From an optimization exercise on the open Yosys and OpenROAD flow, aimed at small area and a short achievable clock period; shortcuts taken in it are not production practice. Only simulation tests tie the RTL to the original design; equivalence was not proved.

Design le_fpu, start of the top module:
module le_fpu (
    input  wire        clk,
    input  wire        rst,         
    input  wire        in_valid,
    input  wire [31:0] in_insn,
    input  wire [31:0] in_a,        
    input  wire [31:0] in_b,        
    output reg         out_valid,
    output reg         out_fault,   
    output reg         out_wen,     
    output reg  [4:0]  out_rd,
    output reg  [31:0] out_data
);
==> flow/config.mk <==
export PLATFORM = sky130hd
export DESIGN_NAME = le_fpu
export DESIGN_NICKNAME = le_fpu
export VERILOG_FILES = /design/flow/design.v
export SDC_FILE = /design/flow/constraint.sdc
export NUM_CORES = 4
export LEC_CHECK = 0
export CAP_MARGIN = 20
export CORE_MARGIN = 2
export CORE_UTILIZATION = 45
export SLEW_MARGIN = 20
export SYNTH_HIERARCHICAL = 1
export SYNTH_MINIMUM_KEEP_SIZE = 0
export TNS_END_PERCENT = 5
==> flow/constraint.sdc <==
create_clock -name core_clock -period 16.0 [get_ports {clk}]
set_input_delay 3.2000 -clock core_clock [delete_from_list [all_inputs] [get_ports {clk}]]
set_output_delay 3.2000 -clock core_clock [all_outputs]
set_load 0.01 [all_outputs]
standard.sh (not shown) runs the stock make flow with config.mk's settings and CLKGATE_MAP_FILE= SYNTH_SCRIPT=/design/flow/synth_recipe.tcl, a recipe that flattens the netlist after the stock synthesis.
==> flow/flow/run.sh <==
#!/bin/bash
set -euo pipefail
export SETUP_SLACK_MARGIN=${SETUP_SLACK_MARGIN:-6.5}
export BUFFER_PORTS_ARGS="-buffer_cell sky130_fd_sc_hd__buf_2"
bash standard.sh > run.log 2>&1
The starting point went through all stages and came out clean.
Next try:
==> flow/flow/run.sh (replaced) <==
#!/bin/bash
set -euo pipefail
export SETUP_SLACK_MARGIN=${SETUP_SLACK_MARGIN:-6}
export BUFFER_PORTS_ARGS="-buffer_cell sky130_fd_sc_hd__buf_2"
bash standard.sh > run.log 2>&1
- CORE_UTILIZATION: 45 -> 50
- TNS_END_PERCENT: 5 -> not set
The changed run produced a clean layout; first-iteration DRC count goes up by 9.9%; hold slack gets worse by 0.014 ns; synthesized cell count does not change; wire length drops by 1.9%; setup slack degrades by 0.13 ns.

Another version of the RTL of le_fpu (not shown whole).
Size: about 3,700 cells after synthesis, ~58 flip-flops, about 140 I/O pins, roughly 31,000 um2 of cells after synthesis.
// le_fpu
module le_fpu (
    input  wire        clk,
    input  wire        rst,         
    input  wire        in_valid,
    input  wire [31:0] in_insn,
    input  wire [31:0] in_a,        
    input  wire [31:0] in_b,        
    output reg         out_valid,
    output reg         out_fault,   
    output reg         out_wen,     
    output reg  [4:0]  out_rd,
    output reg  [31:0] out_data
);
    wire [5:0] op   = in_insn[31:26];
    wire [4:0] f_rb = in_insn[15:11];
    wire [4:0] f_rc = in_insn[10:6];
    wire [5:0] func = in_insn[5:0];
    reg legal;
    always @(*) begin
        legal = 1'b0;
        if (op == 6'h04) begin
            case (func)
                6'h00, 6'h01, 6'h02, 6'h07, 6'h08:
                    legal = (f_rc == 5'd0);
                6'h09, 6'h0A, 6'h0B, 6'h0C, 6'h0D, 6'h0E:
                    legal = (f_rb == 5'd0) && (f_rc == 5'd0);
                default:
                    legal = 1'b0;
            endcase
        end
    end
    wire f_add  = (func[5:1] == 5'b00000);              
    wire f_sub  = func[0];
    wire f_mul  = (func == 6'h02);
    wire f_mm   = (func == 6'h07) || (func == 6'h08);
    wire f_min  = (func == 6'h07);
    wire f_abs  = (func == 6'h09);
    wire f_neg  = (func == 6'h0A);
    wire f_cif  = (func == 6'h0B) || (func == 6'h0D);   
    wire f_qif  = func[2];                               
    wire f_cfi  = (func == 6'h0C) || (func == 6'h0E);   
    wire f_qfi  = func[1];                               
  ...
clock: 16.0 ns
lec_check: 0
abc_clock_period_in_ps: 13000
cap_margin: 20
core_margin: 2
core_utilization: 30
setup_slack_margin: 0.3
slew_margin: 20
synth_hierarchical: 1
synth_minimum_keep_size: 0
run.sh (not shown) runs the stock make flow with config.mk's settings and CLKGATE_MAP_FILE= SYNTH_SCRIPT=/design/flow/synth_recipe.tcl, a recipe that flattens the netlist after the stock synthesis.
Stock flow here: none of the scripts above is used.
Rerun with:
CORE_UTILIZATION = 65   (was 30)
Effect:
- The new run produced a clean layout
- wire length falls by 4.1%
- area after synthesis stays the same
- cell area falls by 3.4%
- cell count falls by 15%
- non-clock buffer count falls by 12
- critical path depth stays the same
- synthesized cell count does not change
- sequential cell count stays the same
- first-iteration DRC count rises by 25%

-- port drivers added, routing unchanged --
The flow's constraints put no driver on any port. The routed layouts listed below were extracted and timed again, unchanged, in two steps. Step 1 assumes that a clkbuf_16 drives the clock port and a buf_2 every other input. Step 2, shift: input delay + t, output delay - t, t = (earliest + latest rising clock arrival at the registers) / 2. This alone moves slack from input paths to output paths. Slacks: no drivers / after step 1 / after step 2; pairs: no drivers / after step 1.
run	shift t [ns]	setup WS [ns]	worst hold slack (ns)	worst setup path at the end	worst register clock-pin slew, ns
the first run of note 1	0.399	6.226 / 6.211 / 5.813	2.951 / 2.923 / 3.321	input to register	0.07 / 0.07
the second run of note 1	0.400	6.097 / 6.118 / 5.718	2.937 / 2.913 / 3.313	input to register	0.07 / 0.07
the first run of note 2	0.355	2.851 / 2.859 / 2.503	3.324 / 3.304 / 3.660	input to register	0.05 / 0.05
the second run of note 2	0.366	2.682 / 2.700 / 2.333	3.313 / 3.300 / 3.666	input to register	0.05 / 0.05
After both steps every run listed still meets setup and hold. The setup slack of the first run of note 1, which loses most, moves by -0.015 ns with the drivers and by -0.413 ns with both steps.
